This is an optimization exercise on Yosys and OpenROAD, whose aim is small area, a short achievable clock period and few clock cycles per item, not a production implementation. At most, simulation tests tie the RTL to the original design; equivalence was not proved. No activity file was given, so power comes from the tool's default toggle rates.

Setup of run 1:
==> flow/design.v (excerpt) <==
module rs544_decoder (
    input  wire       clk,
    input  wire       rst,
    input  wire       in_valid,
    input  wire [9:0] in_sym,
    output wire       in_ready,
    output wire       err_valid,
    output wire [9:0] err_pos,
    output wire [9:0] err_val,
    output wire       done,
    output wire       done_uncorr,
    output wire       done_marked,
    output wire [4:0] done_nerr
);
Settings: LEC_CHECK=0, CAP_MARGIN=20, CORE_MARGIN=2, CORE_UTILIZATION=50, PLACE_DENSITY=0.65, SLEW_MARGIN=20, SYNTH_MEMORY_MAX_BITS=16384; clock period 12.0 ns.
run.sh (not shown) runs the stock make flow with config.mk's settings and CLKGATE_MAP_FILE= SYNTH_SCRIPT=/design/flow/synth_recipe.tcl, a recipe that flattens the netlist after the stock synthesis.
Run 1 went all the way through the flow, and no timing, DRC or antenna check failed.
Testbench counts of run 1, summed over its fixed seeds: cycles 75,564, codewords 128.
Relative to run 1, the following input files were edited for run 2:
--- a/flow/design.v
+++ b/flow/design.v
@@ -146,39 +146,39 @@
                 5'd27: syn_step = 10'h0c8;
                 5'd28: syn_step = 10'h190;
                 5'd29: syn_step = 10'h320;
                 default: syn_step = 10'h000;
             endcase
         end
     endfunction
     function [9:0] chien_step;
         input [4:0] idx;
         begin
             case (idx)
                 5'd0: chien_step = 10'h001;
-                5'd1: chien_step = 10'h002;
-                5'd2: chien_step = 10'h004;
-                5'd3: chien_step = 10'h008;
-                5'd4: chien_step = 10'h010;
-                5'd5: chien_step = 10'h020;
-                5'd6: chien_step = 10'h040;
-                5'd7: chien_step = 10'h080;
-                5'd8: chien_step = 10'h100;
-                5'd9: chien_step = 10'h200;
-                5'd10: chien_step = 10'h009;
-                5'd11: chien_step = 10'h012;
-                5'd12: chien_step = 10'h024;
-                5'd13: chien_step = 10'h048;
-                5'd14: chien_step = 10'h090;
-                5'd15: chien_step = 10'h120;
+                5'd1: chien_step = 10'h204;
+                5'd2: chien_step = 10'h102;
+                5'd3: chien_step = 10'h081;
+                5'd4: chien_step = 10'h244;
+                5'd5: chien_step = 10'h122;
+                5'd6: chien_step = 10'h091;
+                5'd7: chien_step = 10'h24c;
+                5'd8: chien_step = 10'h126;
+                5'd9: chien_step = 10'h093;
+                5'd10: chien_step = 10'h24d;
+                5'd11: chien_step = 10'h322;
+                5'd12: chien_step = 10'h191;
+                5'd13: chien_step = 10'h2cc;
+                5'd14: chien_step = 10'h166;
+                5'd15: chien_step = 10'h0b3;
                 default: chien_step = 10'h000;
             endcase
         end
     endfunction
     integer k;
     reg        rdy;
     reg        v1;
     reg  [9:0] d1;
     reg        first1, last1;
     reg  [9:0] icnt;
     reg        s1_full;
     localparam [1:0] S2_IDLE = 2'd0, S2_WAIT = 2'd1, S2_RUN = 2'd2, S2_DONE = 2'd3;
@@ -313,42 +313,42 @@
             else if (c8) first <= 1'b0;
             s3_load <= c8 && !s3_load && (s3st == S3_IDLE) &&
                        (s2st == S2_DONE || (s2st == S2_RUN && pr == 6'd44));
             case (s2st)
                 S2_IDLE: if (s2_cap) s2st <= c8 ? S2_RUN : S2_WAIT;
                 S2_WAIT: if (c8) s2st <= S2_RUN;
                 S2_RUN:  if (c8 && pr == 6'd44) s2st <= S2_DONE;
                 S2_DONE: if (s3_load) s2st <= S2_IDLE;
             endcase
         end
     end
     localparam [1:0] S3_IDLE = 2'd0, S3_RUN = 2'd1, S3_DRAIN = 2'd2, S3_OUT = 2'd3;
-    reg  [9:0] t [0:15];
-    reg  [9:0] u [0:14];
+    reg  [9:0] t [0:15];       
+    reg  [9:0] u [0:14];       
     reg  [9:0] pcnt;           
     reg  [4:0] L3;
     reg        mk3;
     reg  [4:0] nf;
     reg        r1v;
     reg  [4:0] on;             
     reg        ocorr;
     reg  [3:0] oi;
     reg  [9:0] lam_sum, lam_odd, om_sum;
     always @(*) begin
         lam_sum = 10'd0;
         lam_odd = 10'd0;
         om_sum  = 10'd0;
         for (k = 0; k < 16; k = k + 1) begin
             lam_sum = lam_sum ^ t[k];
-            if (k % 2 == 0) lam_odd = lam_odd ^ t[k];
+            if (k % 2 == 1) lam_odd = lam_odd ^ t[k];
         end
         for (k = 0; k < 15; k = k + 1)
             om_sum = om_sum ^ u[k];
     end
     reg        ev;             
     reg        r1last;
     wire       root   = (lam_sum == 10'd0);
     wire       skip   = mk3 || L3[4] || (L3 == 5'd0);
     wire [4:0] nf_inc = nf + {4'd0, r1v};
     wire       stop   = skip || (nf_inc == L3) || r1last;
     reg  [9:0] r1pos, r1lo, r1om;
     reg        r2v;
@@ -366,39 +366,39 @@
     wire [4:0] m2 = gf5_mul(o0 ^ o1, a0);
     assign     e_shift = r2v || ((s3st == S3_OUT) && ocorr && (on != 5'd0));
     wire [9:0] fval = from_comp({gf5_mul(r2p1, r2di), gf5_mul(r2p0, r2di)});
     reg  [9:0] e_pos [0:14];
     reg  [9:0] e_val [0:14];
     wire       e_shift;
     reg        o_ev, o_done, o_unc, o_mk;
     reg  [9:0] o_pos, o_val;
     reg  [4:0] o_nerr;
     always @(posedge clk) begin
         if (s3_load) begin
             for (k = 0; k < 8; k = k + 1) begin
-                t[15-2*k] <= lr[k][9:0];
-                t[14-2*k] <= lr[k][19:10];
+                t[2*k]   <= lr[k][9:0];
+                t[2*k+1] <= lr[k][19:10];
             end
             for (k = 0; k < 7; k = k + 1) begin
-                u[14-2*k] <= br[k][9:0];
-                u[13-2*k] <= br[k][19:10];
+                u[2*k]   <= br[k][9:0];
+                u[2*k+1] <= br[k][19:10];
             end
-            u[0] <= w;
+            u[14] <= w;
             pcnt  <= 10'd543;
             L3    <= L;
             mk3   <= s0one && (L == 5'd1) && (lr[0][9:0] == 10'd1) && (lr[0][19:10] == 10'h3df);
             nf    <= 5'd0;
         end else begin
             for (k = 0; k < 16; k = k + 1) t[k] <= gf_mul(t[k], chien_step(k));
-            for (k = 0; k < 15; k = k + 1) u[k] <= gf_mul(u[k], chien_step(k+1));
+            for (k = 0; k < 15; k = k + 1) u[k] <= gf_mul(u[k], chien_step(k));
             pcnt <= pcnt - 10'd1;
             if (s3st == S3_RUN) nf <= nf_inc;
         end
         r1pos <= pcnt;
         r1lo  <= to_comp(lam_odd);
         r1om  <= to_comp(om_sum);
         r2pos <= r1pos;
         r2p1  <= m2 ^ m0;
         r2p0  <= m0 ^ m1;
         r2di  <= ddi;
         if (e_shift) begin
             e_pos[0] <= r2pos;
==> results.txt <==
Final critical-path share of the clock period in run 2 is 0.59 points below run 1.
Run 2 ended with less minimum clock period after layout than run 1.
Going from run 1 to run 2, the multiplexer share of the synthesized area was found to have gone up by 0.18 points.
Run 2 against run 1: relative area change from synthesis to final layout now sits at about the same level, final area roughly the same, detailed-placement wirelength estimate saw little to no change, met1 wire length essentially unchanged, first-iteration detailed-routing DRC count increased 46.
Row clock network fraction of design power: run 2 lower / run 1 higher
Delta(number of search-and-repair iterations in the first detailed-routing pass, run 2 - run 1) > 0
The faster design of the two is run 2; run 1 tops out lower.
The RTL of run 2 was laid out without a check of its function.

afterwards: timing with drivers on the ports:
The results above use ideal ports. As a check the final layouts listed here were re-extracted and re-timed, cells and wires unchanged.
Step 1, drivers: a clkbuf_16 drives clk and a buf_2 each remaining input, both assumed.
Step 2, shift: input delay + t, output delay - t, t = (earliest + latest rising clock arrival at the registers) / 2. This alone moves slack from input paths to output paths.
Slacks: ideal / step 1 / step 2; pairs: ideal / step 1.
run | shift t [ns] | setup WS [ns] | worst setup path at the end
run 1 | 0.907 | 7.776 / 7.697 / 7.810 | input to register
run 2 | 0.891 | 7.847 / 7.769 / 7.398 | input to register
After both steps setup and hold are still met in every run listed. For run 2, which loses most, drivers alone change the setup slack by -0.078 ns; drivers and shift together by -0.449 ns.
